What follows belongs to an exercise in optimizing a design on an open flow for small area and a short achievable clock period; a production flow would make more cautious choices.
Where RTL was checked, it was by simulation tests only, not by an equivalence proof against the original.
No functional check of the RTL was part of run 1.

--- design/flow/design.v ---
module ctr_decoder (
    input  wire        clk,
    input  wire        rst,
    input  wire        in_valid,
    input  wire [63:0] in_container,
    input  wire [35:0] in_addr,
    output wire        out_valid,
    output wire [1:0]  out_outcome,    
    output wire [47:0] out_data,
    output wire        out_poison,
    output wire [63:0] out_container,  
    output wire [6:0]  out_pos0,       
    output wire [6:0]  out_pos1,       
    output wire        out_p,          
    output wire [5:0]  out_s1,         
    output wire [5:0]  out_s3          
);
    function automatic [5:0] gf_mul(input [5:0] a, input [5:0] b);
        integer i;
        reg [6:0] aa;
        reg [5:0] r;
        begin
            aa = {1'b0, a};
            r  = 6'd0;
            for (i = 0; i < 6; i = i + 1) begin
                if (b[i]) r = r ^ aa[5:0];
                aa = aa << 1;
                if (aa[6]) aa = aa ^ 7'h43;
            end
            gf_mul = r;
        end
    endfunction
    localparam [383:0] T_INVCUBE = 384'ha0f148041636e58e765ab0d20d1fa85b3f8f345491ceb20dec323a17a5d638f4bba0e5eb619676ed1cd737a3be679040;
    function automatic [5:0] invcube(input [5:0] a);
        invcube = T_INVCUBE[a * 6 +: 6];
    endfunction
    localparam [383:0] T_GF_LOG = 384'heb9ed456af1dae75b27aef4aa37b25cf55cfbd17e22d9f85e13a5c9b1b49da4d0e42160449bc088cd80368730218103f;
    function automatic [5:0] gf_log(input [5:0] a);
        gf_log = T_GF_LOG[a * 6 +: 6];
    endfunction
    localparam [383:0] T_TAB_A = 384'h9c813584fc9b6490b91d417192528db833b705d89345c02a9c813584fc9b6490b91d417192528db833b705d89345c02a;
    function automatic [5:0] tab_a(input [5:0] a);
        tab_a = T_TAB_A[a * 6 +: 6];
    endfunction
    localparam [383:0] T_TAB_B = 384'haf06334175922ed33a6bbfa6dacf637a0d281bc7f8be9015af06334175922ed33a6bbfa6dacf637a0d281bc7f8be9015;
    function automatic [5:0] tab_b(input [5:0] a);
        tab_b = T_TAB_B[a * 6 +: 6];
    endfunction
    localparam [63:0] T_TAB_ALTB = 64'he47ef6dce47ef6dc;
    function automatic [0:0] tab_altb(input [5:0] a);
        tab_altb = T_TAB_ALTB[a * 1 +: 1];
    endfunction
    reg v_1;
    reg v_2;
    reg v_3;
    always @(posedge clk) begin
        if (rst) begin
            v_1 <= 1'b0;
            v_2 <= 1'b0;
            v_3 <= 1'b0;
        end else begin
            v_1 <= in_valid;
            v_2 <= v_1;
            v_3 <= v_2;
        end
    end
    assign out_valid = v_3;
    wire [63:0] c_0 = in_container;
    wire [0:0] tg_0 = {in_addr[0] ^ in_addr[1] ^ in_addr[2] ^ in_addr[3] ^ in_addr[4] ^ in_addr[5] ^ in_addr[6] ^ in_addr[7] ^ in_addr[8] ^ in_addr[9] ^ in_addr[10] ^ in_addr[11] ^ in_addr[12] ^ in_addr[13] ^ in_addr[14] ^ in_addr[15] ^ in_addr[16] ^ in_addr[17] ^ in_addr[18] ^ in_addr[19] ^ in_addr[20] ^ in_addr[21] ^ in_addr[22] ^ in_addr[23] ^ in_addr[24] ^ in_addr[25] ^ in_addr[26] ^ in_addr[27] ^ in_addr[28] ^ in_addr[29] ^ in_addr[30] ^ in_addr[31] ^ in_addr[32] ^ in_addr[33] ^ in_addr[34] ^ in_addr[35]};
    reg  [63:0] c_1;
    always @(posedge clk) c_1 <= c_0;
    reg  [0:0] tg_1;
    always @(posedge clk) tg_1 <= tg_0;
    wire [0:0] tag_1 = ^tg_1;
    wire [0:0] p_1 = ^c_1;
    wire [5:0] s1_1 = {(c_1[53] ^ c_1[58] ^ c_1[59] ^ c_1[3] ^ c_1[5] ^ c_1[8] ^ c_1[9] ^ c_1[10] ^ c_1[11] ^ c_1[13] ^ c_1[17] ^ c_1[18] ^ c_1[19] ^ c_1[22] ^ c_1[25] ^ c_1[27] ^ c_1[28] ^ c_1[30] ^ c_1[31] ^ c_1[32] ^ c_1[34] ^ c_1[35] ^ c_1[38] ^ c_1[39] ^ c_1[41] ^ c_1[43] ^ c_1[45] ^ c_1[46] ^ c_1[47] ^ c_1[62] ^ c_1[63] ^ c_1[61]), (c_1[52] ^ c_1[57] ^ c_1[58] ^ c_1[2] ^ c_1[4] ^ c_1[7] ^ c_1[8] ^ c_1[9] ^ c_1[10] ^ c_1[12] ^ c_1[16] ^ c_1[17] ^ c_1[18] ^ c_1[21] ^ c_1[24] ^ c_1[26] ^ c_1[27] ^ c_1[29] ^ c_1[30] ^ c_1[31] ^ c_1[33] ^ c_1[34] ^ c_1[37] ^ c_1[38] ^ c_1[40] ^ c_1[42] ^ c_1[44] ^ c_1[45] ^ c_1[46] ^ c_1[47] ^ c_1[62] ^ c_1[63]), (c_1[51] ^ c_1[56] ^ c_1[57] ^ c_1[1] ^ c_1[3] ^ c_1[6] ^ c_1[7] ^ c_1[8] ^ c_1[9] ^ c_1[11] ^ c_1[15] ^ c_1[16] ^ c_1[17] ^ c_1[20] ^ c_1[23] ^ c_1[25] ^ c_1[26] ^ c_1[28] ^ c_1[29] ^ c_1[30] ^ c_1[32] ^ c_1[33] ^ c_1[36] ^ c_1[37] ^ c_1[39] ^ c_1[41] ^ c_1[43] ^ c_1[44] ^ c_1[45] ^ c_1[46] ^ c_1[47] ^ c_1[62]), (c_1[50] ^ c_1[55] ^ c_1[56] ^ c_1[0] ^ c_1[2] ^ c_1[5] ^ c_1[6] ^ c_1[7] ^ c_1[8] ^ c_1[10] ^ c_1[14] ^ c_1[15] ^ c_1[16] ^ c_1[19] ^ c_1[22] ^ c_1[24] ^ c_1[25] ^ c_1[27] ^ c_1[28] ^ c_1[29] ^ c_1[31] ^ c_1[32] ^ c_1[35] ^ c_1[36] ^ c_1[38] ^ c_1[40] ^ c_1[42] ^ c_1[43] ^ c_1[44] ^ c_1[45] ^ c_1[46] ^ c_1[47]), (c_1[49] ^ c_1[54] ^ c_1[55] ^ c_1[59] ^ c_1[1] ^ c_1[4] ^ c_1[5] ^ c_1[6] ^ c_1[7] ^ c_1[9] ^ c_1[13] ^ c_1[14] ^ c_1[15] ^ c_1[18] ^ c_1[21] ^ c_1[23] ^ c_1[24] ^ c_1[26] ^ c_1[27] ^ c_1[28] ^ c_1[30] ^ c_1[31] ^ c_1[34] ^ c_1[35] ^ c_1[37] ^ c_1[39] ^ c_1[41] ^ c_1[42] ^ c_1[43] ^ c_1[44] ^ c_1[45] ^ c_1[46]), (c_1[48] ^ c_1[54] ^ c_1[59] ^ c_1[0] ^ c_1[4] ^ c_1[6] ^ c_1[9] ^ c_1[10] ^ c_1[11] ^ c_1[12] ^ c_1[14] ^ c_1[18] ^ c_1[19] ^ c_1[20] ^ c_1[23] ^ c_1[26] ^ c_1[28] ^ c_1[29] ^ c_1[31] ^ c_1[32] ^ c_1[33] ^ c_1[35] ^ c_1[36] ^ c_1[39] ^ c_1[40] ^ c_1[42] ^ c_1[44] ^ c_1[46] ^ c_1[47] ^ c_1[62] ^ c_1[63] ^ c_1[61])};
    wire [5:0] s3_1 = {(c_1[53] ^ c_1[55] ^ c_1[58] ^ c_1[1] ^ c_1[2] ^ c_1[5] ^ c_1[7] ^ c_1[8] ^ c_1[14] ^ c_1[16] ^ c_1[19] ^ c_1[22] ^ c_1[23] ^ c_1[26] ^ c_1[28] ^ c_1[29] ^ c_1[35] ^ c_1[37] ^ c_1[40] ^ c_1[43] ^ c_1[44] ^ c_1[47] ^ c_1[63] ^ c_1[61]), (c_1[51] ^ c_1[55] ^ c_1[56] ^ c_1[58] ^ c_1[59] ^ c_1[0] ^ c_1[1] ^ c_1[2] ^ c_1[3] ^ c_1[6] ^ c_1[7] ^ c_1[8] ^ c_1[12] ^ c_1[16] ^ c_1[17] ^ c_1[19] ^ c_1[20] ^ c_1[21] ^ c_1[22] ^ c_1[23] ^ c_1[24] ^ c_1[27] ^ c_1[28] ^ c_1[29] ^ c_1[33] ^ c_1[37] ^ c_1[38] ^ c_1[40] ^ c_1[41] ^ c_1[42] ^ c_1[43] ^ c_1[44] ^ c_1[45] ^ c_1[62] ^ c_1[63] ^ c_1[61]), (c_1[49] ^ c_1[51] ^ c_1[53] ^ c_1[54] ^ c_1[55] ^ c_1[57] ^ c_1[2] ^ c_1[3] ^ c_1[4] ^ c_1[5] ^ c_1[7] ^ c_1[8] ^ c_1[10] ^ c_1[12] ^ c_1[14] ^ c_1[15] ^ c_1[16] ^ c_1[18] ^ c_1[23] ^ c_1[24] ^ c_1[25] ^ c_1[26] ^ c_1[28] ^ c_1[29] ^ c_1[31] ^ c_1[33] ^ c_1[35] ^ c_1[36] ^ c_1[37] ^ c_1[39] ^ c_1[44] ^ c_1[45] ^ c_1[46] ^ c_1[47] ^ c_1[63] ^ c_1[61]), (c_1[52] ^ c_1[54] ^ c_1[57] ^ c_1[0] ^ c_1[1] ^ c_1[4] ^ c_1[6] ^ c_1[7] ^ c_1[13] ^ c_1[15] ^ c_1[18] ^ c_1[21] ^ c_1[22] ^ c_1[25] ^ c_1[27] ^ c_1[28] ^ c_1[34] ^ c_1[36] ^ c_1[39] ^ c_1[42] ^ c_1[43] ^ c_1[46] ^ c_1[62] ^ c_1[63]), (c_1[50] ^ c_1[54] ^ c_1[55] ^ c_1[57] ^ c_1[58] ^ c_1[59] ^ c_1[0] ^ c_1[1] ^ c_1[2] ^ c_1[5] ^ c_1[6] ^ c_1[7] ^ c_1[11] ^ c_1[15] ^ c_1[16] ^ c_1[18] ^ c_1[19] ^ c_1[20] ^ c_1[21] ^ c_1[22] ^ c_1[23] ^ c_1[26] ^ c_1[27] ^ c_1[28] ^ c_1[32] ^ c_1[36] ^ c_1[37] ^ c_1[39] ^ c_1[40] ^ c_1[41] ^ c_1[42] ^ c_1[43] ^ c_1[44] ^ c_1[47] ^ c_1[62] ^ c_1[63]), (c_1[48] ^ c_1[50] ^ c_1[52] ^ c_1[54] ^ c_1[55] ^ c_1[56] ^ c_1[58] ^ c_1[3] ^ c_1[4] ^ c_1[5] ^ c_1[6] ^ c_1[8] ^ c_1[9] ^ c_1[11] ^ c_1[13] ^ c_1[15] ^ c_1[16] ^ c_1[17] ^ c_1[19] ^ c_1[24] ^ c_1[25] ^ c_1[26] ^ c_1[27] ^ c_1[29] ^ c_1[30] ^ c_1[32] ^ c_1[34] ^ c_1[36] ^ c_1[37] ^ c_1[38] ^ c_1[40] ^ c_1[45] ^ c_1[46] ^ c_1[47] ^ c_1[62] ^ c_1[61])};
    wire [5:0] u_1 = invcube(s1_1);
    wire [5:0] d_1 = gf_mul(s3_1, u_1);
    wire [5:0] ls1_1 = gf_log(s1_1);
    reg  [63:0] c_2;
    always @(posedge clk) c_2 <= c_1;
    reg  [0:0] tag_2;
    always @(posedge clk) tag_2 <= tag_1;
    reg  [0:0] p_2;
    always @(posedge clk) p_2 <= p_1;
    reg  [5:0] s1_2;
    always @(posedge clk) s1_2 <= s1_1;
    reg  [5:0] s3_2;
    always @(posedge clk) s3_2 <= s3_1;
    reg  [5:0] d_2;
    always @(posedge clk) d_2 <= d_1;
    reg  [5:0] ls1_2;
    always @(posedge clk) ls1_2 <= ls1_1;
    wire [0:0] s1z_2 = ~|s1_2;
    wire [0:0] s3z_2 = ~|s3_2;
    wire [0:0] d1_2 = (d_2 == 6'd1);
    wire [0:0] trd_2 = d_2[5];
    wire [5:0] z_2 = {(~d_2[0] ^ d_2[1] ^ d_2[2] ^ d_2[4]), (~d_2[0] ^ d_2[3]), (~d_2[0]), (d_2[1] ^ d_2[2] ^ d_2[3]), (~d_2[0] ^ d_2[1]), (1'b0)};
    wire [5:0] x1_2 = gf_mul(s1_2, z_2);
    wire [5:0] x2_2 = x1_2 ^ s1_2;
    wire [5:0] ta_2 = tab_a(d_2);
    wire [5:0] tb_2 = tab_b(d_2);
    wire [0:0] altb_2 = tab_altb(d_2);
    wire [6:0] sa_2 = {1'b0, ls1_2} + {1'b0, ta_2};
    wire [6:0] sa1_2 = {1'b0, ls1_2} + {1'b0, ta_2} + 7'd1;
    wire [6:0] sb_2 = {1'b0, ls1_2} + {1'b0, tb_2};
    wire [6:0] sb1_2 = {1'b0, ls1_2} + {1'b0, tb_2} + 7'd1;
    wire [0:0] wa_2 = sa1_2[6];
    wire [0:0] wb_2 = sb1_2[6];
    wire [5:0] lg1_2 = wa_2 ? sa1_2[5:0] : sa_2[5:0];
    wire [5:0] lg2_2 = wb_2 ? sb1_2[5:0] : sb_2[5:0];
    wire [0:0] lt_2 = altb_2 ? ~(wb_2 & ~wa_2) : (wa_2 & ~wb_2);
    wire [5:0] mn_2 = lt_2 ? lg1_2 : lg2_2;
    wire [5:0] mx_2 = lt_2 ? lg2_2 : lg1_2;
    wire [62:0] f_2 = {((x1_2 == 6'd33) | (x2_2 == 6'd33)), ((x1_2 == 6'd49) | (x2_2 == 6'd49)), ((x1_2 == 6'd57) | (x2_2 == 6'd57)), ((x1_2 == 6'd61) | (x2_2 == 6'd61)), ((x1_2 == 6'd63) | (x2_2 == 6'd63)), ((x1_2 == 6'd62) | (x2_2 == 6'd62)), ((x1_2 == 6'd31) | (x2_2 == 6'd31)), ((x1_2 == 6'd46) | (x2_2 == 6'd46)), ((x1_2 == 6'd23) | (x2_2 == 6'd23)), ((x1_2 == 6'd42) | (x2_2 == 6'd42)), ((x1_2 == 6'd21) | (x2_2 == 6'd21)), ((x1_2 == 6'd43) | (x2_2 == 6'd43)), ((x1_2 == 6'd52) | (x2_2 == 6'd52)), ((x1_2 == 6'd26) | (x2_2 == 6'd26)), ((x1_2 == 6'd13) | (x2_2 == 6'd13)), ((x1_2 == 6'd39) | (x2_2 == 6'd39)), ((x1_2 == 6'd50) | (x2_2 == 6'd50)), ((x1_2 == 6'd25) | (x2_2 == 6'd25)), ((x1_2 == 6'd45) | (x2_2 == 6'd45)), ((x1_2 == 6'd55) | (x2_2 == 6'd55)), ((x1_2 == 6'd58) | (x2_2 == 6'd58)), ((x1_2 == 6'd29) | (x2_2 == 6'd29)), ((x1_2 == 6'd47) | (x2_2 == 6'd47)), ((x1_2 == 6'd54) | (x2_2 == 6'd54)), ((x1_2 == 6'd27) | (x2_2 == 6'd27)), ((x1_2 == 6'd44) | (x2_2 == 6'd44)), ((x1_2 == 6'd22) | (x2_2 == 6'd22)), ((x1_2 == 6'd11) | (x2_2 == 6'd11)), ((x1_2 == 6'd36) | (x2_2 == 6'd36)), ((x1_2 == 6'd18) | (x2_2 == 6'd18)), ((x1_2 == 6'd9) | (x2_2 == 6'd9)), ((x1_2 == 6'd37) | (x2_2 == 6'd37)), ((x1_2 == 6'd51) | (x2_2 == 6'd51)), ((x1_2 == 6'd56) | (x2_2 == 6'd56)), ((x1_2 == 6'd28) | (x2_2 == 6'd28)), ((x1_2 == 6'd14) | (x2_2 == 6'd14)), ((x1_2 == 6'd7) | (x2_2 == 6'd7)), ((x1_2 == 6'd34) | (x2_2 == 6'd34)), ((x1_2 == 6'd17) | (x2_2 == 6'd17)), ((x1_2 == 6'd41) | (x2_2 == 6'd41)), ((x1_2 == 6'd53) | (x2_2 == 6'd53)), ((x1_2 == 6'd59) | (x2_2 == 6'd59)), ((x1_2 == 6'd60) | (x2_2 == 6'd60)), ((x1_2 == 6'd30) | (x2_2 == 6'd30)), ((x1_2 == 6'd15) | (x2_2 == 6'd15)), ((x1_2 == 6'd38) | (x2_2 == 6'd38)), ((x1_2 == 6'd19) | (x2_2 == 6'd19)), ((x1_2 == 6'd40) | (x2_2 == 6'd40)), ((x1_2 == 6'd20) | (x2_2 == 6'd20)), ((x1_2 == 6'd10) | (x2_2 == 6'd10)), ((x1_2 == 6'd5) | (x2_2 == 6'd5)), ((x1_2 == 6'd35) | (x2_2 == 6'd35)), ((x1_2 == 6'd48) | (x2_2 == 6'd48)), ((x1_2 == 6'd24) | (x2_2 == 6'd24)), ((x1_2 == 6'd12) | (x2_2 == 6'd12)), ((x1_2 == 6'd6) | (x2_2 == 6'd6)), ((x1_2 == 6'd3) | (x2_2 == 6'd3)), ((x1_2 == 6'd32) | (x2_2 == 6'd32)), ((x1_2 == 6'd16) | (x2_2 == 6'd16)), ((x1_2 == 6'd8) | (x2_2 == 6'd8)), ((x1_2 == 6'd4) | (x2_2 == 6'd4)), ((x1_2 == 6'd2) | (x2_2 == 6'd2)), ((x1_2 == 6'd1) | (x2_2 == 6'd1))};
    wire [0:0] clean_2 = s1z_2 & s3z_2 & ~p_2;
    wire [0:0] qonly_2 = s1z_2 & s3z_2 & p_2;
    wire [0:0] single_2 = d1_2;
    wire [0:0] dbl_2 = ~s1z_2 & ~d1_2 & ~p_2 & ~trd_2;
    wire [0:0] good_2 = s1z_2 & s3z_2 | d1_2 | dbl_2;
    wire [0:0] fq_2 = qonly_2 | d1_2 & ~p_2;
    wire [0:0] addr_2 = good_2 & (c_2[61] ^ f_2[62] ^ tag_2);
    wire [0:0] ok_2 = good_2 & ~addr_2;
    wire [11:0] sv_2 = {(s3_2[5] ^ c_2[63] ^ c_2[61] ^ tag_2), (s3_2[4] ^ ~c_2[62] ^ c_2[63] ^ c_2[61] ^ tag_2), (s3_2[3] ^ c_2[63] ^ c_2[61] ^ tag_2), (s3_2[2] ^ ~c_2[62] ^ c_2[63]), (s3_2[1] ^ ~c_2[62] ^ c_2[63]), (s3_2[0] ^ ~c_2[62] ^ c_2[61] ^ tag_2), (s1_2[5] ^ ~c_2[62] ^ c_2[63] ^ c_2[61] ^ tag_2), (s1_2[4] ^ ~c_2[62] ^ c_2[63]), (s1_2[3] ^ ~c_2[62]), (s1_2[2]), (s1_2[1]), (s1_2[0] ^ ~c_2[62] ^ c_2[63] ^ c_2[61] ^ tag_2)};
    wire [11:0] k_2 = {(sv_2[1] ^ sv_2[2] ^ sv_2[4] ^ sv_2[7] ^ sv_2[8] ^ sv_2[9] ^ sv_2[10] ^ sv_2[11]), (sv_2[0] ^ sv_2[1] ^ sv_2[3] ^ sv_2[5] ^ sv_2[6] ^ sv_2[7] ^ sv_2[8] ^ sv_2[9]), (sv_2[0] ^ sv_2[1] ^ sv_2[6] ^ sv_2[7] ^ sv_2[8] ^ sv_2[9] ^ sv_2[10] ^ sv_2[11]), (sv_2[0] ^ sv_2[6] ^ sv_2[7] ^ sv_2[8]), (sv_2[1] ^ sv_2[2] ^ sv_2[4] ^ sv_2[5] ^ sv_2[7] ^ sv_2[8] ^ sv_2[9] ^ sv_2[10]), (sv_2[0] ^ sv_2[1] ^ sv_2[3] ^ sv_2[4] ^ sv_2[5] ^ sv_2[6] ^ sv_2[7] ^ sv_2[9]), (sv_2[0] ^ sv_2[2] ^ sv_2[3] ^ sv_2[4] ^ sv_2[6] ^ sv_2[10] ^ sv_2[11]), (sv_2[3] ^ sv_2[4] ^ sv_2[5] ^ sv_2[10] ^ sv_2[11]), (sv_2[1] ^ sv_2[3] ^ sv_2[9] ^ sv_2[10] ^ sv_2[11]), (sv_2[0] ^ sv_2[1] ^ sv_2[4] ^ sv_2[5] ^ sv_2[6] ^ sv_2[9] ^ sv_2[10]), (sv_2[0] ^ sv_2[3] ^ sv_2[4] ^ sv_2[6] ^ sv_2[7] ^ sv_2[9] ^ sv_2[11]), (sv_2[2] ^ sv_2[3] ^ sv_2[5] ^ sv_2[6] ^ sv_2[8] ^ sv_2[10] ^ sv_2[11])};
    wire [0:0] qnew_2 = ~(p_2 ^ c_2[62] ^ c_2[63] ^ c_2[61] ^ c_2[60] ^ tag_2 ^ (^k_2));
    wire [63:0] oc_2 = {(ok_2 & (c_2[63] ^ f_2[61])), (~ok_2 | c_2[62] ^ f_2[60]), (tag_2), (ok_2 ? c_2[60] ^ fq_2 : qnew_2), (c_2[59] ^ (ok_2 ? f_2[11] : k_2[11])), (c_2[58] ^ (ok_2 ? f_2[10] : k_2[10])), (c_2[57] ^ (ok_2 ? f_2[9] : k_2[9])), (c_2[56] ^ (ok_2 ? f_2[8] : k_2[8])), (c_2[55] ^ (ok_2 ? f_2[7] : k_2[7])), (c_2[54] ^ (ok_2 ? f_2[6] : k_2[6])), (c_2[53] ^ (ok_2 ? f_2[5] : k_2[5])), (c_2[52] ^ (ok_2 ? f_2[4] : k_2[4])), (c_2[51] ^ (ok_2 ? f_2[3] : k_2[3])), (c_2[50] ^ (ok_2 ? f_2[2] : k_2[2])), (c_2[49] ^ (ok_2 ? f_2[1] : k_2[1])), (c_2[48] ^ (ok_2 ? f_2[0] : k_2[0])), (c_2[47] ^ (ok_2 & f_2[59])), (c_2[46] ^ (ok_2 & f_2[58])), (c_2[45] ^ (ok_2 & f_2[57])), (c_2[44] ^ (ok_2 & f_2[56])), (c_2[43] ^ (ok_2 & f_2[55])), (c_2[42] ^ (ok_2 & f_2[54])), (c_2[41] ^ (ok_2 & f_2[53])), (c_2[40] ^ (ok_2 & f_2[52])), (c_2[39] ^ (ok_2 & f_2[51])), (c_2[38] ^ (ok_2 & f_2[50])), (c_2[37] ^ (ok_2 & f_2[49])), (c_2[36] ^ (ok_2 & f_2[48])), (c_2[35] ^ (ok_2 & f_2[47])), (c_2[34] ^ (ok_2 & f_2[46])), (c_2[33] ^ (ok_2 & f_2[45])), (c_2[32] ^ (ok_2 & f_2[44])), (c_2[31] ^ (ok_2 & f_2[43])), (c_2[30] ^ (ok_2 & f_2[42])), (c_2[29] ^ (ok_2 & f_2[41])), (c_2[28] ^ (ok_2 & f_2[40])), (c_2[27] ^ (ok_2 & f_2[39])), (c_2[26] ^ (ok_2 & f_2[38])), (c_2[25] ^ (ok_2 & f_2[37])), (c_2[24] ^ (ok_2 & f_2[36])), (c_2[23] ^ (ok_2 & f_2[35])), (c_2[22] ^ (ok_2 & f_2[34])), (c_2[21] ^ (ok_2 & f_2[33])), (c_2[20] ^ (ok_2 & f_2[32])), (c_2[19] ^ (ok_2 & f_2[31])), (c_2[18] ^ (ok_2 & f_2[30])), (c_2[17] ^ (ok_2 & f_2[29])), (c_2[16] ^ (ok_2 & f_2[28])), (c_2[15] ^ (ok_2 & f_2[27])), (c_2[14] ^ (ok_2 & f_2[26])), (c_2[13] ^ (ok_2 & f_2[25])), (c_2[12] ^ (ok_2 & f_2[24])), (c_2[11] ^ (ok_2 & f_2[23])), (c_2[10] ^ (ok_2 & f_2[22])), (c_2[9] ^ (ok_2 & f_2[21])), (c_2[8] ^ (ok_2 & f_2[20])), (c_2[7] ^ (ok_2 & f_2[19])), (c_2[6] ^ (ok_2 & f_2[18])), (c_2[5] ^ (ok_2 & f_2[17])), (c_2[4] ^ (ok_2 & f_2[16])), (c_2[3] ^ (ok_2 & f_2[15])), (c_2[2] ^ (ok_2 & f_2[14])), (c_2[1] ^ (ok_2 & f_2[13])), (c_2[0] ^ (ok_2 & f_2[12]))};
    wire [1:0] ooc_2 = {~ok_2, good_2 & (~clean_2 | addr_2)};
    wire [0:0] none0_2 = ~good_2 | clean_2;
    wire [0:0] none1_2 = ~good_2 | clean_2 | p_2;
    wire [6:0] opos0_2 = {none0_2, (qonly_2 ? 6'd63 : d1_2 ? lg2_2 : mn_2) | {6{none0_2}}};
    wire [6:0] opos1_2 = {none1_2, (d1_2 ? 6'd63 : mx_2) | {6{none1_2}}};
    wire [0:0] op_2 = p_2;
    wire [5:0] os1_2 = s1_2;
    wire [5:0] os3_2 = s3_2;
    reg  [63:0] oc_3;
    always @(posedge clk) oc_3 <= oc_2;
    reg  [1:0] ooc_3;
    always @(posedge clk) ooc_3 <= ooc_2;
    reg  [6:0] opos0_3;
    always @(posedge clk) opos0_3 <= opos0_2;
    reg  [6:0] opos1_3;
    always @(posedge clk) opos1_3 <= opos1_2;
    reg  [0:0] op_3;
    always @(posedge clk) op_3 <= op_2;
    reg  [5:0] os1_3;
    always @(posedge clk) os1_3 <= os1_2;
    reg  [5:0] os3_3;
    always @(posedge clk) os3_3 <= os3_2;
    assign out_outcome = ooc_3;
    assign out_container = oc_3;
    assign out_pos0 = opos0_3;
    assign out_pos1 = opos1_3;
    assign out_p = op_3;
    assign out_s1 = os1_3;
    assign out_s3 = os3_3;
    assign out_data = oc_3[47:0];
    assign out_poison = oc_3[62];
endmodule
--- design/flow/run.sh ---
#!/bin/bash
# synth_recipe.tcl (not shown) runs the flow's synth.tcl, then flattens the netlist and writes it again
# the make line also repeats each setting of config.mk as NAME=value (left out here)
make -C /OpenROAD-flow-scripts/flow DESIGN_CONFIG=/design/flow/config.mk WORK_HOME=/design/flow/orfs CLKGATE_MAP_FILE= SYNTH_SCRIPT=/design/flow/synth_recipe.tcl finish
--- design/flow/config.mk ---
export PLATFORM = sky130hd
export DESIGN_NAME = ctr_decoder
export DESIGN_NICKNAME = ctr_decoder
export VERILOG_FILES = /design/flow/design.v
export SDC_FILE = /design/flow/constraint.sdc
export NUM_CORES = 4
export LEC_CHECK = 0
export CAP_MARGIN = 20
export CORE_MARGIN = 2
export CORE_UTILIZATION = 40
export SLEW_MARGIN = 20
--- design/flow/constraint.sdc ---
create_clock -name core_clock -period 18.0 [get_ports {clk}]
set_input_delay 3.6000 -clock core_clock [delete_from_list [all_inputs] [get_ports {clk}]]
set_output_delay 3.6000 -clock core_clock [all_outputs]
set_load 0.01 [all_outputs]
==> summary.txt, run 1 <==
# TYPE chip_impl_metric gauge
chip_impl_info{name="run_status",value="finished clean"} 1
chip_impl_metric{name="tns",unit="ns"} 0
chip_impl_metric{name="postCtsHoldBufs",unit=""} 0
chip_impl_metric{name="ys_types",unit=""} 80
chip_impl_metric{name="placement.cell_area",unit="µm²"} 16800
chip_impl_metric{name="antenna_violating_nets_post_route",unit=""} 0
chip_impl_metric{name="crit_path_max_fanout",unit=""} 35
chip_impl_metric{name="antenna-diode-count",unit=""} 0
chip_impl_info{name="synthTopCellsByArea",value="sky130_fd_sc_hd__dfxtp_1, sky130_fd_sc_hd__xnor2_1, sky130_fd_sc_hd__xor2_1"} 1
chip_impl_info{name="worstReg2RegStart",value="d_2[0]"} 1
chip_impl_metric{name="synthCells",unit=""} 1536
chip_impl_metric{name="ff2ff_path_depth",unit=""} 18
chip_impl_metric{name="share_of_synthesized_registers_carrying_an_async_set_or_reset",unit="%"} 0
chip_impl_metric{name="maxCapViolations",unit=""} 0
chip_impl_metric{name="globalplace.congestion",unit=""} 0.935
chip_impl_metric{name="drcViolationCount",unit=""} 0
chip_impl_metric{name="worst_slew_margin_rel",unit="%"} 34.2
chip_impl_info{name="worstHoldEndpoint",value="tag_2"} 1
chip_impl_metric{name="routed_wirelength",unit="µm"} 41900
chip_impl_info{name="cp-end-kind",value="flip-flop"} 1
chip_impl_metric{name="design_area",unit="µm²"} 17700
chip_impl_info{name="worstHoldPathType",value="reg -> reg"} 1
chip_impl_metric{name="period_share",unit="%"} 32.4
chip_impl_metric{name="hold_violations",unit=""} 0
chip_impl_metric{name="cts.clk_slew.worst_paths",unit="ns"} 0.06
chip_impl_metric{name="synth.net_count",unit=""} 1678
chip_impl_metric{name="clock_path_buffers",unit=""} 3
chip_impl_metric{name="skew",unit="ns"} 0.00943
chip_impl_metric{name="core",unit="µm²"} 35400
chip_impl_metric{name="postCtsSetupRepairBufs",unit=""} 0
chip_impl_info{name="grt-busiest-layer",value="met2"} 1
chip_impl_metric{name="final_net_count",unit=""} 1851
chip_impl_metric{name="min_delay_path_depth",unit=""} 0
chip_impl_metric{name="clk_latency",unit="ns"} 0.54
chip_impl_metric{name="track_usage",unit="%"} 21.6
chip_impl_metric{name="dpl_ws",unit="ns"} 12.21
chip_impl_metric{name="post_synth_instance_area",unit="µm²"} 14300
chip_impl_metric{name="post-route-worst-setup-slack",unit="ns"} 12.16
chip_impl_metric{name="grt_first_pass_wirelength",unit="µm"} 64100
chip_impl_metric{name="synth_top_cell_area_share",unit="%"} 35.1
chip_impl_metric{name="fillers",unit=""} 3364
chip_impl_metric{name="grt_start_max_net_pins",unit=""} 55
chip_impl_metric{name="rrSetupSlack",unit="ns"} 12.16
chip_impl_metric{name="final-max-slew-violation-count",unit=""} 0
chip_impl_info{name="clock_tree.root_cell",value="sky130_fd_sc_hd__clkbuf_16"} 1
chip_impl_metric{name="overflow",unit=""} 0
chip_impl_metric{name="grt.met2_usage",unit="%"} 34.6
chip_impl_metric{name="clock-sinks",unit=""} 251
chip_impl_info{name="launch_point_of_the_worst_hold_path",value="tg_1"} 1
chip_impl_metric{name="vias_per_cell",unit=""} 5.16
chip_impl_metric{name="use_met1",unit="%"} 30.5
chip_impl_metric{name="ctsHtreeMaxLevel",unit=""} 1
chip_impl_metric{name="worst_ep_required_time",unit="ns"} 18.47
chip_impl_info{name="regToRegEndpoint",value="oc_3[57]"} 1
chip_impl_metric{name="route.vias.total",unit=""} 11300
chip_impl_info{name="rsz0062_at_grt",value="no"} 1
chip_impl_metric{name="fraction_of_final_layout_cells_with_drive_strength_greater_than_1",unit="%"} 5.55
chip_impl_metric{name="num_rows",unit=""} 69
chip_impl_metric{name="timing.fmax",unit="MHz"} 171
chip_impl_metric{name="final-setup-viol-count",unit=""} 0
chip_impl_metric{name="finalNonFillerCells",unit=""} 2190
chip_impl_metric{name="number_of_cells_upsized_or_downsized_after_cts",unit=""} 0
chip_impl_metric{name="place.detailed.hpwl",unit="µm"} 33200
chip_impl_metric{name="syn_area_per_cell",unit="µm²"} 9.33
chip_impl_metric{name="synth_warnings",unit=""} 1
chip_impl_metric{name="instance_count_after_placement_with_tap_cells_included",unit=""} 2141
chip_impl_metric{name="synth_edf_count",unit=""} 0
chip_impl_metric{name="ys_ff_latch",unit=""} 251
chip_impl_metric{name="wl_per_cell",unit="µm"} 19.1
chip_impl_metric{name="tightestPinTransition",unit="ns"} 0.986
chip_impl_metric{name="first_global_vias",unit=""} 10900
chip_impl_metric{name="die_outline_height",unit="µm"} 193
chip_impl_metric{name="width_of_the_die",unit="µm"} 193
chip_impl_metric{name="yosysSeqAreaShare",unit="%"} 35.1
chip_impl_info{name="worst-setup-path-type",value="reg -> reg"} 1
chip_impl_metric{name="initial_drc_count",unit=""} 805
chip_impl_metric{name="flow.area_growth_from_synthesis",unit="%"} 23.7
chip_impl_metric{name="cts_inserted_buffers",unit=""} 27
chip_impl_metric{name="crit_arrival",unit="ns"} 6.31
chip_impl_info{name="worstSetupStartpointType",value="flip-flop"} 1
chip_impl_metric{name="starting_density",unit="%"} 40.5
chip_impl_metric{name="ioPinCount",unit=""} 246
chip_impl_info{name="postSynth.topFlopCell",value="sky130_fd_sc_hd__dfxtp_1"} 1
chip_impl_info{name="largest_area_contributor_in_the_synthesized_netlist",value="sky130_fd_sc_hd__dfxtp_1"} 1
chip_impl_metric{name="met3_track_usage_gr",unit="%"} 4.11
chip_impl_metric{name="detailedRoute.firstPassIterationCount",unit=""} 6
chip_impl_metric{name="final_period_minus_worst_setup_slack",unit="ns"} 5.84
chip_impl_info{name="tritoncts",value="done"} 1
chip_impl_metric{name="design.die.area",unit="µm²"} 37300
chip_impl_metric{name="antenna_found_initial",unit=""} 0
chip_impl_metric{name="buffer_ports.inserted",unit=""} 245
[layout by cell type, fill, tap and decap left out, types with 5 or more instances in the layout]
master and count:
sky130_fd_sc_hd__a211oi_1 16, sky130_fd_sc_hd__a21oi_1 59, sky130_fd_sc_hd__a221oi_1 6, sky130_fd_sc_hd__a22oi_1 35, sky130_fd_sc_hd__a31oi_1 8, sky130_fd_sc_hd__and2_1 5, sky130_fd_sc_hd__buf_4 10, sky130_fd_sc_hd__clkbuf_16 27
sky130_fd_sc_hd__clkdlybuf4s50_1 245, sky130_fd_sc_hd__clkinv_2 5, sky130_fd_sc_hd__dfxtp_1 251, sky130_fd_sc_hd__ha_1 37, sky130_fd_sc_hd__inv_1 34, sky130_fd_sc_hd__mux2i_1 31, sky130_fd_sc_hd__nand2_1 132, sky130_fd_sc_hd__nand2b_1 11
sky130_fd_sc_hd__nand3_1 15, sky130_fd_sc_hd__nor2_1 132, sky130_fd_sc_hd__nor2b_1 11, sky130_fd_sc_hd__nor3_1 29, sky130_fd_sc_hd__nor4_1 7, sky130_fd_sc_hd__o211ai_1 9, sky130_fd_sc_hd__o21ai_0 39, sky130_fd_sc_hd__o221ai_1 5
sky130_fd_sc_hd__o22ai_1 36, sky130_fd_sc_hd__xnor2_1 293, sky130_fd_sc_hd__xnor3_1 17, sky130_fd_sc_hd__xor2_1 102
[worst max-delay path: stages (launching register included)]
cell	delay, ns
sky130_fd_sc_hd__dfxtp_1	0.31
sky130_fd_sc_hd__buf_4	0.31
sky130_fd_sc_hd__inv_1	0.25
sky130_fd_sc_hd__ha_1	0.61
sky130_fd_sc_hd__ha_1	0.35
sky130_fd_sc_hd__xor2_1	0.24
sky130_fd_sc_hd__nor2_1	0.10
sky130_fd_sc_hd__xnor3_1	0.35
sky130_fd_sc_hd__xnor2_1	0.60
sky130_fd_sc_hd__xnor2_1	0.37
sky130_fd_sc_hd__nand2_1	0.14
sky130_fd_sc_hd__nor3_1	0.41
sky130_fd_sc_hd__a22oi_1	0.15
sky130_fd_sc_hd__xnor2_1	0.27
sky130_fd_sc_hd__a21oi_2	0.04
sky130_fd_sc_hd__buf_4	0.24
sky130_fd_sc_hd__inv_2	0.52
sky130_fd_sc_hd__mux2i_1	0.30
sky130_fd_sc_hd__xor2_1	0.17
[final cells by class]
type	instances	area (µm²)	area share [%]
multi-input cells	1133	8500	47.9
flip-flops and latches	251	5020	28.4
repair buffers	255	2530	14.3
clock buffers	33	738	4.17
well taps	461	577	3.25
clock inverters	16	203	1.14
inverters	41	156	0.883
[Yosys cell counts (15+ instances only)]
library cell	number
sky130_fd_sc_hd__xnor2_1	293
sky130_fd_sc_hd__dfxtp_1	251
sky130_fd_sc_hd__nand2_1	132
sky130_fd_sc_hd__nor2_1	132
sky130_fd_sc_hd__xor2_1	102
sky130_fd_sc_hd__a21oi_1	59
sky130_fd_sc_hd__buf_4	52
sky130_fd_sc_hd__o21ai_0	39
sky130_fd_sc_hd__ha_1	37
sky130_fd_sc_hd__o22ai_1	36
sky130_fd_sc_hd__a22oi_1	35
sky130_fd_sc_hd__inv_1	34
sky130_fd_sc_hd__mux2i_1	31
sky130_fd_sc_hd__clkbuf_1	29
sky130_fd_sc_hd__nor3_1	29
sky130_fd_sc_hd__buf_2	18
sky130_fd_sc_hd__xnor3_1	18
sky130_fd_sc_hd__a211oi_1	16
sky130_fd_sc_hd__nand3_1	15
[per-layer routing]
| metal | share of wire, % | vias up | wire length (µm) |
|---|---|---|---|
| met3 | 8.1 | 38 | 3400 |
| li1 | - | 5508 | - |
| met4 | 1.8 | 0 | 736 |
| met5 | 0 | - | 0 |
| met2 | 45 | 464 | 18800 |
| met1 | 45 | 5289 | 18900 |
[per-stage QoR]
step | hold slack (ns) | util, %
final | 0.338 | 50.1
after global routing | 0.348 | 50.1
after CTS | 0.345 | 50.0
after detailed placement | 0.324 | 47.4
after global placement | 0.314 | 47.4
after floorplan | 0.310 | -
[cell families after synthesis]
group                    Yosys count  synth area share (%)
XOR/XNOR                         426                  28.9
multiplexers                      40                  3.21
adder cells (fa/ha/maj)           40                  3.58
AO/OA/AOI/OAI                    264                  12.5
buffers and inverters            152                  5.68
AND/OR/NAND/NOR                  363                  11.1
flip-flops                       251                  35.1
[state kept, by name (all words and copies together), names as in the netlist, 2 cells and up]
name	flops
ls1_2	6
s3_2	6
opos0_3	7
s1_2	6
d_2	6
os3_3	6
c_2	64
ooc_3	2
os1_3	6
opos1_3	7
c_1	64
oc_3	64
[how the worst max path moves through the flow]
stage | startpoint | slack [ns] | endpoint
floorplan | d_2[3] | 13.34 | opos0_3[0]
global placement | d_2[0] | 12.43 | oc_3[49]
detailed placement | d_2[0] | 12.21 | oc_3[58]
CTS | d_2[0] | 12.19 | oc_3[58]
global route | d_2[0] | 11.53 | oc_3[58]
finish | d_2[0] | 12.16 | oc_3[57]
==> inputs of run 2 (changes only) <==
--- a/design/flow/design.v
+++ b/design/flow/design.v
@@ -30,25 +30,143 @@
             gf_mul = r;
         end
     endfunction
-    localparam [383:0] T_INVCUBE = 384'ha0f148041636e58e765ab0d20d1fa85b3f8f345491ceb20dec323a17a5d638f4bba0e5eb619676ed1cd737a3be679040;
     function automatic [5:0] invcube(input [5:0] a);
-        invcube = T_INVCUBE[a * 6 +: 6];
+        case (a)
+            6'd0: invcube = 6'd0;
+            6'd1: invcube = 6'd1;
+            6'd2: invcube = 6'd57;
+            6'd3: invcube = 6'd25;
+            6'd4: invcube = 6'd62;
+            6'd5: invcube = 6'd14;
+            6'd6: invcube = 6'd58;
+            6'd7: invcube = 6'd13;
+            6'd8: invcube = 6'd23;
+            6'd9: invcube = 6'd51;
+            6'd10: invcube = 6'd17;
+            6'd11: invcube = 6'd59;
+            6'd12: invcube = 6'd54;
+            6'd13: invcube = 6'd25;
+            6'd14: invcube = 6'd25;
+            6'd15: invcube = 6'd24;
+            6'd16: invcube = 6'd43;
+            6'd17: invcube = 6'd23;
+            6'd18: invcube = 6'd14;
+            6'd19: invcube = 6'd40;
+            6'd20: invcube = 6'd59;
+            6'd21: invcube = 6'd18;
+            6'd22: invcube = 6'd15;
+            6'd23: invcube = 6'd14;
+            6'd24: invcube = 6'd22;
+            6'd25: invcube = 6'd23;
+            6'd26: invcube = 6'd58;
+            6'd27: invcube = 6'd5;
+            6'd28: invcube = 6'd58;
+            6'd29: invcube = 6'd8;
+            6'd30: invcube = 6'd3;
+            6'd31: invcube = 6'd59;
+            6'd32: invcube = 6'd13;
+            6'd33: invcube = 6'd8;
+            6'd34: invcube = 6'd43;
+            6'd35: invcube = 6'd51;
+            6'd36: invcube = 6'd17;
+            6'd37: invcube = 6'd18;
+            6'd38: invcube = 6'd5;
+            6'd39: invcube = 6'd13;
+            6'd40: invcube = 6'd15;
+            6'd41: invcube = 6'd62;
+            6'd42: invcube = 6'd51;
+            6'd43: invcube = 6'd22;
+            6'd44: invcube = 6'd40;
+            6'd45: invcube = 6'd62;
+            6'd46: invcube = 6'd17;
+            6'd47: invcube = 6'd3;
+            6'd48: invcube = 6'd18;
+            6'd49: invcube = 6'd3;
+            6'd50: invcube = 6'd43;
+            6'd51: invcube = 6'd22;
+            6'd52: invcube = 6'd54;
+            6'd53: invcube = 6'd57;
+            6'd54: invcube = 6'd24;
+            6'd55: invcube = 6'd57;
+            6'd56: invcube = 6'd54;
+            6'd57: invcube = 6'd24;
+            6'd58: invcube = 6'd1;
+            6'd59: invcube = 6'd1;
+            6'd60: invcube = 6'd8;
+            6'd61: invcube = 6'd5;
+            6'd62: invcube = 6'd15;
+            6'd63: invcube = 6'd40;
+            default: invcube = 6'd0;
+        endcase
     endfunction
-    localparam [383:0] T_GF_LOG = 384'heb9ed456af1dae75b27aef4aa37b25cf55cfbd17e22d9f85e13a5c9b1b49da4d0e42160449bc088cd80368730218103f;
     function automatic [5:0] gf_log(input [5:0] a);
-        gf_log = T_GF_LOG[a * 6 +: 6];
-    endfunction
-    localparam [383:0] T_TAB_A = 384'h9c813584fc9b6490b91d417192528db833b705d89345c02a9c813584fc9b6490b91d417192528db833b705d89345c02a;
-    function automatic [5:0] tab_a(input [5:0] a);
-        tab_a = T_TAB_A[a * 6 +: 6];
-    endfunction
-    localparam [383:0] T_TAB_B = 384'haf06334175922ed33a6bbfa6dacf637a0d281bc7f8be9015af06334175922ed33a6bbfa6dacf637a0d281bc7f8be9015;
-    function automatic [5:0] tab_b(input [5:0] a);
-        tab_b = T_TAB_B[a * 6 +: 6];
-    endfunction
-    localparam [63:0] T_TAB_ALTB = 64'he47ef6dce47ef6dc;
-    function automatic [0:0] tab_altb(input [5:0] a);
-        tab_altb = T_TAB_ALTB[a * 1 +: 1];
+        case (a)
+            6'd0: gf_log = 6'd63;
+            6'd1: gf_log = 6'd0;
+            6'd2: gf_log = 6'd1;
+            6'd3: gf_log = 6'd6;
+            6'd4: gf_log = 6'd2;
+            6'd5: gf_log = 6'd12;
+            6'd6: gf_log = 6'd7;
+            6'd7: gf_log = 6'd26;
+            6'd8: gf_log = 6'd3;
+            6'd9: gf_log = 6'd32;
+            6'd10: gf_log = 6'd13;
+            6'd11: gf_log = 6'd35;
+            6'd12: gf_log = 6'd8;
+            6'd13: gf_log = 6'd48;
+            6'd14: gf_log = 6'd27;
+            6'd15: gf_log = 6'd18;
+            6'd16: gf_log = 6'd4;
+            6'd17: gf_log = 6'd24;
+            6'd18: gf_log = 6'd33;
+            6'd19: gf_log = 6'd16;
+            6'd20: gf_log = 6'd14;
+            6'd21: gf_log = 6'd52;
+            6'd22: gf_log = 6'd36;
+            6'd23: gf_log = 6'd54;
+            6'd24: gf_log = 6'd9;
+            6'd25: gf_log = 6'd45;
+            6'd26: gf_log = 6'd49;
+            6'd27: gf_log = 6'd38;
+            6'd28: gf_log = 6'd28;
+            6'd29: gf_log = 6'd41;
+            6'd30: gf_log = 6'd19;
+            6'd31: gf_log = 6'd56;
+            6'd32: gf_log = 6'd5;
+            6'd33: gf_log = 6'd62;
+            6'd34: gf_log = 6'd25;
+            6'd35: gf_log = 6'd11;
+            6'd36: gf_log = 6'd34;
+            6'd37: gf_log = 6'd31;
+            6'd38: gf_log = 6'd17;
+            6'd39: gf_log = 6'd47;
+            6'd40: gf_log = 6'd15;
+            6'd41: gf_log = 6'd23;
+            6'd42: gf_log = 6'd53;
+            6'd43: gf_log = 6'd51;
+            6'd44: gf_log = 6'd37;
+            6'd45: gf_log = 6'd44;
+            6'd46: gf_log = 6'd55;
+            6'd47: gf_log = 6'd40;
+            6'd48: gf_log = 6'd10;
+            6'd49: gf_log = 6'd61;
+            6'd50: gf_log = 6'd46;
+            6'd51: gf_log = 6'd30;
+            6'd52: gf_log = 6'd50;
+            6'd53: gf_log = 6'd22;
+            6'd54: gf_log = 6'd39;
+            6'd55: gf_log = 6'd43;
+            6'd56: gf_log = 6'd29;
+            6'd57: gf_log = 6'd60;
+            6'd58: gf_log = 6'd42;
+            6'd59: gf_log = 6'd21;
+            6'd60: gf_log = 6'd20;
+            6'd61: gf_log = 6'd59;
+            6'd62: gf_log = 6'd57;
+            6'd63: gf_log = 6'd58;
+            default: gf_log = 6'd0;
+        endcase
     endfunction
     reg v_1;
     reg v_2;
@@ -77,7 +195,6 @@
     wire [5:0] s3_1 = {(c_1[53] ^ c_1[55] ^ c_1[58] ^ c_1[1] ^ c_1[2] ^ c_1[5] ^ c_1[7] ^ c_1[8] ^ c_1[14] ^ c_1[16] ^ c_1[19] ^ c_1[22] ^ c_1[23] ^ c_1[26] ^ c_1[28] ^ c_1[29] ^ c_1[35] ^ c_1[37] ^ c_1[40] ^ c_1[43] ^ c_1[44] ^ c_1[47] ^ c_1[63] ^ c_1[61]), (c_1[51] ^ c_1[55] ^ c_1[56] ^ c_1[58] ^ c_1[59] ^ c_1[0] ^ c_1[1] ^ c_1[2] ^ c_1[3] ^ c_1[6] ^ c_1[7] ^ c_1[8] ^ c_1[12] ^ c_1[16] ^ c_1[17] ^ c_1[19] ^ c_1[20] ^ c_1[21] ^ c_1[22] ^ c_1[23] ^ c_1[24] ^ c_1[27] ^ c_1[28] ^ c_1[29] ^ c_1[33] ^ c_1[37] ^ c_1[38] ^ c_1[40] ^ c_1[41] ^ c_1[42] ^ c_1[43] ^ c_1[44] ^ c_1[45] ^ c_1[62] ^ c_1[63] ^ c_1[61]), (c_1[49] ^ c_1[51] ^ c_1[53] ^ c_1[54] ^ c_1[55] ^ c_1[57] ^ c_1[2] ^ c_1[3] ^ c_1[4] ^ c_1[5] ^ c_1[7] ^ c_1[8] ^ c_1[10] ^ c_1[12] ^ c_1[14] ^ c_1[15] ^ c_1[16] ^ c_1[18] ^ c_1[23] ^ c_1[24] ^ c_1[25] ^ c_1[26] ^ c_1[28] ^ c_1[29] ^ c_1[31] ^ c_1[33] ^ c_1[35] ^ c_1[36] ^ c_1[37] ^ c_1[39] ^ c_1[44] ^ c_1[45] ^ c_1[46] ^ c_1[47] ^ c_1[63] ^ c_1[61]), (c_1[52] ^ c_1[54] ^ c_1[57] ^ c_1[0] ^ c_1[1] ^ c_1[4] ^ c_1[6] ^ c_1[7] ^ c_1[13] ^ c_1[15] ^ c_1[18] ^ c_1[21] ^ c_1[22] ^ c_1[25] ^ c_1[27] ^ c_1[28] ^ c_1[34] ^ c_1[36] ^ c_1[39] ^ c_1[42] ^ c_1[43] ^ c_1[46] ^ c_1[62] ^ c_1[63]), (c_1[50] ^ c_1[54] ^ c_1[55] ^ c_1[57] ^ c_1[58] ^ c_1[59] ^ c_1[0] ^ c_1[1] ^ c_1[2] ^ c_1[5] ^ c_1[6] ^ c_1[7] ^ c_1[11] ^ c_1[15] ^ c_1[16] ^ c_1[18] ^ c_1[19] ^ c_1[20] ^ c_1[21] ^ c_1[22] ^ c_1[23] ^ c_1[26] ^ c_1[27] ^ c_1[28] ^ c_1[32] ^ c_1[36] ^ c_1[37] ^ c_1[39] ^ c_1[40] ^ c_1[41] ^ c_1[42] ^ c_1[43] ^ c_1[44] ^ c_1[47] ^ c_1[62] ^ c_1[63]), (c_1[48] ^ c_1[50] ^ c_1[52] ^ c_1[54] ^ c_1[55] ^ c_1[56] ^ c_1[58] ^ c_1[3] ^ c_1[4] ^ c_1[5] ^ c_1[6] ^ c_1[8] ^ c_1[9] ^ c_1[11] ^ c_1[13] ^ c_1[15] ^ c_1[16] ^ c_1[17] ^ c_1[19] ^ c_1[24] ^ c_1[25] ^ c_1[26] ^ c_1[27] ^ c_1[29] ^ c_1[30] ^ c_1[32] ^ c_1[34] ^ c_1[36] ^ c_1[37] ^ c_1[38] ^ c_1[40] ^ c_1[45] ^ c_1[46] ^ c_1[47] ^ c_1[62] ^ c_1[61])};
     wire [5:0] u_1 = invcube(s1_1);
     wire [5:0] d_1 = gf_mul(s3_1, u_1);
-    wire [5:0] ls1_1 = gf_log(s1_1);
     reg  [63:0] c_2;
     always @(posedge clk) c_2 <= c_1;
     reg  [0:0] tag_2;
@@ -90,8 +207,6 @@
     always @(posedge clk) s3_2 <= s3_1;
     reg  [5:0] d_2;
     always @(posedge clk) d_2 <= d_1;
-    reg  [5:0] ls1_2;
-    always @(posedge clk) ls1_2 <= ls1_1;
     wire [0:0] s1z_2 = ~|s1_2;
     wire [0:0] s3z_2 = ~|s3_2;
     wire [0:0] d1_2 = (d_2 == 6'd1);
@@ -99,18 +214,9 @@
     wire [5:0] z_2 = {(~d_2[0] ^ d_2[1] ^ d_2[2] ^ d_2[4]), (~d_2[0] ^ d_2[3]), (~d_2[0]), (d_2[1] ^ d_2[2] ^ d_2[3]), (~d_2[0] ^ d_2[1]), (1'b0)};
     wire [5:0] x1_2 = gf_mul(s1_2, z_2);
     wire [5:0] x2_2 = x1_2 ^ s1_2;
-    wire [5:0] ta_2 = tab_a(d_2);
-    wire [5:0] tb_2 = tab_b(d_2);
-    wire [0:0] altb_2 = tab_altb(d_2);
-    wire [6:0] sa_2 = {1'b0, ls1_2} + {1'b0, ta_2};
-    wire [6:0] sa1_2 = {1'b0, ls1_2} + {1'b0, ta_2} + 7'd1;
-    wire [6:0] sb_2 = {1'b0, ls1_2} + {1'b0, tb_2};
-    wire [6:0] sb1_2 = {1'b0, ls1_2} + {1'b0, tb_2} + 7'd1;
-    wire [0:0] wa_2 = sa1_2[6];
-    wire [0:0] wb_2 = sb1_2[6];
-    wire [5:0] lg1_2 = wa_2 ? sa1_2[5:0] : sa_2[5:0];
-    wire [5:0] lg2_2 = wb_2 ? sb1_2[5:0] : sb_2[5:0];
-    wire [0:0] lt_2 = altb_2 ? ~(wb_2 & ~wa_2) : (wa_2 & ~wb_2);
+    wire [5:0] lg1_2 = gf_log(x1_2);
+    wire [5:0] lg2_2 = gf_log(x2_2);
+    wire [0:0] lt_2 = (lg1_2 < lg2_2);
     wire [5:0] mn_2 = lt_2 ? lg1_2 : lg2_2;
     wire [5:0] mx_2 = lt_2 ? lg2_2 : lg1_2;
     wire [62:0] f_2 = {((x1_2 == 6'd33) | (x2_2 == 6'd33)), ((x1_2 == 6'd49) | (x2_2 == 6'd49)), ((x1_2 == 6'd57) | (x2_2 == 6'd57)), ((x1_2 == 6'd61) | (x2_2 == 6'd61)), ((x1_2 == 6'd63) | (x2_2 == 6'd63)), ((x1_2 == 6'd62) | (x2_2 == 6'd62)), ((x1_2 == 6'd31) | (x2_2 == 6'd31)), ((x1_2 == 6'd46) | (x2_2 == 6'd46)), ((x1_2 == 6'd23) | (x2_2 == 6'd23)), ((x1_2 == 6'd42) | (x2_2 == 6'd42)), ((x1_2 == 6'd21) | (x2_2 == 6'd21)), ((x1_2 == 6'd43) | (x2_2 == 6'd43)), ((x1_2 == 6'd52) | (x2_2 == 6'd52)), ((x1_2 == 6'd26) | (x2_2 == 6'd26)), ((x1_2 == 6'd13) | (x2_2 == 6'd13)), ((x1_2 == 6'd39) | (x2_2 == 6'd39)), ((x1_2 == 6'd50) | (x2_2 == 6'd50)), ((x1_2 == 6'd25) | (x2_2 == 6'd25)), ((x1_2 == 6'd45) | (x2_2 == 6'd45)), ((x1_2 == 6'd55) | (x2_2 == 6'd55)), ((x1_2 == 6'd58) | (x2_2 == 6'd58)), ((x1_2 == 6'd29) | (x2_2 == 6'd29)), ((x1_2 == 6'd47) | (x2_2 == 6'd47)), ((x1_2 == 6'd54) | (x2_2 == 6'd54)), ((x1_2 == 6'd27) | (x2_2 == 6'd27)), ((x1_2 == 6'd44) | (x2_2 == 6'd44)), ((x1_2 == 6'd22) | (x2_2 == 6'd22)), ((x1_2 == 6'd11) | (x2_2 == 6'd11)), ((x1_2 == 6'd36) | (x2_2 == 6'd36)), ((x1_2 == 6'd18) | (x2_2 == 6'd18)), ((x1_2 == 6'd9) | (x2_2 == 6'd9)), ((x1_2 == 6'd37) | (x2_2 == 6'd37)), ((x1_2 == 6'd51) | (x2_2 == 6'd51)), ((x1_2 == 6'd56) | (x2_2 == 6'd56)), ((x1_2 == 6'd28) | (x2_2 == 6'd28)), ((x1_2 == 6'd14) | (x2_2 == 6'd14)), ((x1_2 == 6'd7) | (x2_2 == 6'd7)), ((x1_2 == 6'd34) | (x2_2 == 6'd34)), ((x1_2 == 6'd17) | (x2_2 == 6'd17)), ((x1_2 == 6'd41) | (x2_2 == 6'd41)), ((x1_2 == 6'd53) | (x2_2 == 6'd53)), ((x1_2 == 6'd59) | (x2_2 == 6'd59)), ((x1_2 == 6'd60) | (x2_2 == 6'd60)), ((x1_2 == 6'd30) | (x2_2 == 6'd30)), ((x1_2 == 6'd15) | (x2_2 == 6'd15)), ((x1_2 == 6'd38) | (x2_2 == 6'd38)), ((x1_2 == 6'd19) | (x2_2 == 6'd19)), ((x1_2 == 6'd40) | (x2_2 == 6'd40)), ((x1_2 == 6'd20) | (x2_2 == 6'd20)), ((x1_2 == 6'd10) | (x2_2 == 6'd10)), ((x1_2 == 6'd5) | (x2_2 == 6'd5)), ((x1_2 == 6'd35) | (x2_2 == 6'd35)), ((x1_2 == 6'd48) | (x2_2 == 6'd48)), ((x1_2 == 6'd24) | (x2_2 == 6'd24)), ((x1_2 == 6'd12) | (x2_2 == 6'd12)), ((x1_2 == 6'd6) | (x2_2 == 6'd6)), ((x1_2 == 6'd3) | (x2_2 == 6'd3)), ((x1_2 == 6'd32) | (x2_2 == 6'd32)), ((x1_2 == 6'd16) | (x2_2 == 6'd16)), ((x1_2 == 6'd8) | (x2_2 == 6'd8)), ((x1_2 == 6'd4) | (x2_2 == 6'd4)), ((x1_2 == 6'd2) | (x2_2 == 6'd2)), ((x1_2 == 6'd1) | (x2_2 == 6'd1))};
@@ -129,8 +235,8 @@
     wire [1:0] ooc_2 = {~ok_2, good_2 & (~clean_2 | addr_2)};
     wire [0:0] none0_2 = ~good_2 | clean_2;
     wire [0:0] none1_2 = ~good_2 | clean_2 | p_2;
-    wire [6:0] opos0_2 = {none0_2, (qonly_2 ? 6'd63 : d1_2 ? lg2_2 : mn_2) | {6{none0_2}}};
-    wire [6:0] opos1_2 = {none1_2, (d1_2 ? 6'd63 : mx_2) | {6{none1_2}}};
+    wire [6:0] opos0_2 = {none0_2, mn_2 | {6{none0_2}}};
+    wire [6:0] opos1_2 = {none1_2, mx_2 | {6{none1_2}}};
     wire [0:0] op_2 = p_2;
     wire [5:0] os1_2 = s1_2;
     wire [5:0] os3_2 = s3_2;
==> run 2 against run 1 <==
Effect of this change: still clean; synthesized cell count shrank 6.4%; routed wire length is 2.7% lower; flip-flop and latch count down 6; design area shrank 4.3%; clock-buffer cell count is the same; clock skew up 0.011 ns; worst hold slack got worse by 0.0091 ns; global-route usage rose by 0.95 points; worst setup slack got worse by 0.33 ns; die area is 5.2% lower.
==> summary.txt, run 2 <==
# TYPE chip_impl_metric gauge
chip_impl_metric{name="width_of_the_die",unit="µm"} 188
chip_impl_metric{name="grt_start_max_net_pins",unit=""} 75
chip_impl_metric{name="clk_latency",unit="ns"} 0.57
chip_impl_metric{name="globalplace.congestion",unit=""} 0.915
chip_impl_metric{name="num_rows",unit=""} 67
chip_impl_metric{name="worst_ep_required_time",unit="ns"} 18.44
chip_impl_metric{name="final-max-slew-violation-count",unit=""} 0
chip_impl_metric{name="place.detailed.hpwl",unit="µm"} 31100
chip_impl_metric{name="tightestPinTransition",unit="ns"} 1.10
chip_impl_metric{name="clock_path_buffers",unit=""} 3
chip_impl_info{name="largest_area_contributor_in_the_synthesized_netlist",value="sky130_fd_sc_hd__dfxtp_1"} 1
chip_impl_metric{name="final_period_minus_worst_setup_slack",unit="ns"} 6.17
chip_impl_metric{name="flow.area_growth_from_synthesis",unit="%"} 25.1
chip_impl_info{name="run_status",value="finished clean"} 1
chip_impl_metric{name="synth_warnings",unit=""} 1
chip_impl_metric{name="timing.fmax",unit="MHz"} 162
chip_impl_metric{name="syn_area_per_cell",unit="µm²"} 9.44
chip_impl_metric{name="buffer_ports.inserted",unit=""} 245
chip_impl_metric{name="crit_path_max_fanout",unit=""} 15
chip_impl_metric{name="first_global_vias",unit=""} 10500
chip_impl_metric{name="tns",unit="ns"} 0
chip_impl_metric{name="period_share",unit="%"} 34.3
chip_impl_metric{name="antenna_found_initial",unit=""} 1
chip_impl_info{name="most-common-layout-cells",value="sky130_fd_sc_hd__xnor2_1, sky130_fd_sc_hd__dfxtp_1, sky130_fd_sc_hd__clkdlybuf4s50_1"} 1
chip_impl_metric{name="antenna-diode-count",unit=""} 0
chip_impl_metric{name="seq_area",unit="µm²"} 4900
chip_impl_info{name="slowest_stage",value="sky130_fd_sc_hd__dfxtp_1"} 1
chip_impl_info{name="cp-end-kind",value="flip-flop"} 1
chip_impl_metric{name="buffering_stage_count_on_the_worst_path_with_inverters_included",unit=""} 2
chip_impl_metric{name="ys_ff_latch",unit=""} 245
chip_impl_info{name="crit_top_cell",value="sky130_fd_sc_hd__ha_1"} 1
chip_impl_metric{name="multiInputGateArea",unit="µm²"} 7860
chip_impl_metric{name="synth_top_cell_area_share",unit="%"} 36.2
chip_impl_metric{name="wl_per_cell",unit="µm"} 19.7
chip_impl_metric{name="clock-sinks",unit=""} 245
chip_impl_metric{name="routed_wirelength",unit="µm"} 40800
chip_impl_metric{name="drcViolationCount",unit=""} 0
chip_impl_metric{name="crit_arrival",unit="ns"} 6.61
chip_impl_metric{name="ctsHtreeMaxLevel",unit=""} 1
chip_impl_metric{name="starting_density",unit="%"} 40.5
chip_impl_info{name="worstHoldPathType",value="reg -> reg"} 1
chip_impl_metric{name="core",unit="µm²"} 33400
chip_impl_metric{name="route.vias.total",unit=""} 10700
chip_impl_metric{name="maxCapViolations",unit=""} 0
chip_impl_info{name="yosysMostFrequentCell",value="sky130_fd_sc_hd__xnor2_1"} 1
chip_impl_info{name="layout.cells.most_common",value="sky130_fd_sc_hd__xnor2_1"} 1
chip_impl_metric{name="cts_inserted_buffers",unit=""} 27
chip_impl_info{name="synthTopCellsByArea",value="sky130_fd_sc_hd__dfxtp_1, sky130_fd_sc_hd__xnor2_1, sky130_fd_sc_hd__nand2_1"} 1
chip_impl_metric{name="timing.critical_path.slowest_cell_delay",unit="ns"} 0.61
chip_impl_info{name="clock_tree.root_cell",value="sky130_fd_sc_hd__clkbuf_16"} 1
chip_impl_metric{name="synth_edf_count",unit=""} 0
chip_impl_info{name="postSynth.topFlopCell",value="sky130_fd_sc_hd__dfxtp_1"} 1
chip_impl_metric{name="die_outline_height",unit="µm"} 188
chip_impl_metric{name="cts.clk_slew.worst_paths",unit="ns"} 0.06
chip_impl_metric{name="initial_drc_count",unit=""} 937
chip_impl_metric{name="synthCells",unit=""} 1437
chip_impl_metric{name="skew",unit="ns"} 0.0200
chip_impl_metric{name="final_net_count",unit=""} 1733
chip_impl_metric{name="fraction_of_final_layout_cells_with_drive_strength_greater_than_1",unit="%"} 6.53
chip_impl_info{name="crit_family",value="XOR/XNOR gates"} 1
chip_impl_metric{name="grt_first_pass_wirelength",unit="µm"} 62000
chip_impl_metric{name="design_area",unit="µm²"} 17000
chip_impl_metric{name="final-setup-viol-count",unit=""} 0
chip_impl_metric{name="number_of_cells_upsized_or_downsized_after_cts",unit=""} 0
chip_impl_metric{name="hold_violations",unit=""} 0
chip_impl_info{name="worstSetupStartpointType",value="flip-flop"} 1
chip_impl_metric{name="overflow",unit=""} 0
chip_impl_metric{name="worst_slew_margin_rel",unit="%"} 26.0
==> run 2: cell count changes after synthesis, moves of 17 or more <==
cell,delta
sky130_fd_sc_hd__o22ai_1,+21
sky130_fd_sc_hd__xor2_1,-35
sky130_fd_sc_hd__nor2_1,-75
sky130_fd_sc_hd__nand2_1,+48
sky130_fd_sc_hd__a22oi_1,-30
sky130_fd_sc_hd__nor3_1,-17
==> run 2: path summary, 6_finish.rpt <==
| path | slack (ns) | from | end | cells after the start |
|---|---|---|---|---|
| max | 11.83 | d_2[0] | opos1_3[5] | 20 |
| min | 0.33 | tg_1 | tag_2 | 0 |
| max reg2reg | 11.83 | d_2[0] | opos1_3[5] | 20 |
| min reg2reg | 0.33 | tg_1 | tag_2 | 0 |
==> run 2: per-layer routing <==
metal / track usage [%] / share of wire, %
met1: 30.7 / 44
met2: 37.5 / 47
met3: 3.82 / 6.6
met4: 5.27 / 2.0
met5: 0 / 0
==> run 2: cell families after synthesis <==
family                     Yosys count  share of synthesized area (%)
xor gates and xnor gates           400                           29.9
muxes                               22                           1.77
buffers and inverters              154                           5.99
DFF                                245                           36.2
adders and majority gates           27                           2.49
AOI/OAI and AO/OA                  272                           13.6
and+or+nand+nor                    317                           10.1
==> run 2: metrics by stage <==
step	utilization [%]	cells	setup WS (ns)	hold WS (ns)
after floorplan	-	1437	13.09	0.310
after global placement	47.8	2021	11.69	0.311
after detailed placement	47.8	2021	11.56	0.317
after CTS	50.7	2071	11.53	0.331
after global routing	50.7	2072	11.36	0.355
final	50.7	2072	11.83	0.329
==> run 2: area by class of cell <==
class                           instances  share of cell area [%]
Timing Repair Buffer                  257                    15.0
Clock buffer                           33                    4.29
Clock inverter                         17                    1.45
Tap cell                              448                    3.30
Sequential cell                       245                    28.9
Multi-Input combinational cell       1038                    46.3
Inverter                               34                   0.752
==> run 2: worst reg2reg max path: stages, from the launching register on <==
cell and delay (ns):
sky130_fd_sc_hd__dfxtp_1 0.61, sky130_fd_sc_hd__ha_1 0.44, sky130_fd_sc_hd__xnor2_1 0.42, sky130_fd_sc_hd__nand2_1 0.12
sky130_fd_sc_hd__xnor2_1 0.20, sky130_fd_sc_hd__xnor2_2 0.41, sky130_fd_sc_hd__inv_1 0.32, sky130_fd_sc_hd__xnor2_2 0.62
sky130_fd_sc_hd__inv_1 0.19, sky130_fd_sc_hd__ha_1 0.40, sky130_fd_sc_hd__nand2b_1 0.29, sky130_fd_sc_hd__nor2_1 0.15
sky130_fd_sc_hd__a211oi_1 0.07, sky130_fd_sc_hd__a21oi_1 0.16, sky130_fd_sc_hd__a311oi_1 0.07, sky130_fd_sc_hd__a31o_2 0.30
sky130_fd_sc_hd__ha_1 0.28, sky130_fd_sc_hd__o2111ai_1 0.13, sky130_fd_sc_hd__a21oi_2 0.40, sky130_fd_sc_hd__nor2_4 0.15
sky130_fd_sc_hd__mux2_1 0.34

[separate check: timing with driven ports]
The flow's constraints put no driver on any port. The routed layouts listed below were extracted and timed again, unchanged, in two steps.
Step 1 assumes that a clkbuf_16 drives the clock port and a buf_2 every other input.
Step 2 times the ports against the registers' clock, not the clock port: input delays grow and output delays shrink by t, the midpoint of the rising clock arrivals with the driver on.
Three values: ideal ports, drivers, drivers and shift; two values: the first two.
run | t (ns) | slack for setup (ns) | worst data-port slew with drivers (ns) | pins driven straight from the clock port
run 1 | 0.587 | 12.163 / 12.163 / 12.163 | 0.06 | 1
run 2 | 0.610 | 11.832 / 11.832 / 11.832 | 0.08 | 1
After both steps every run listed still meets setup and hold.
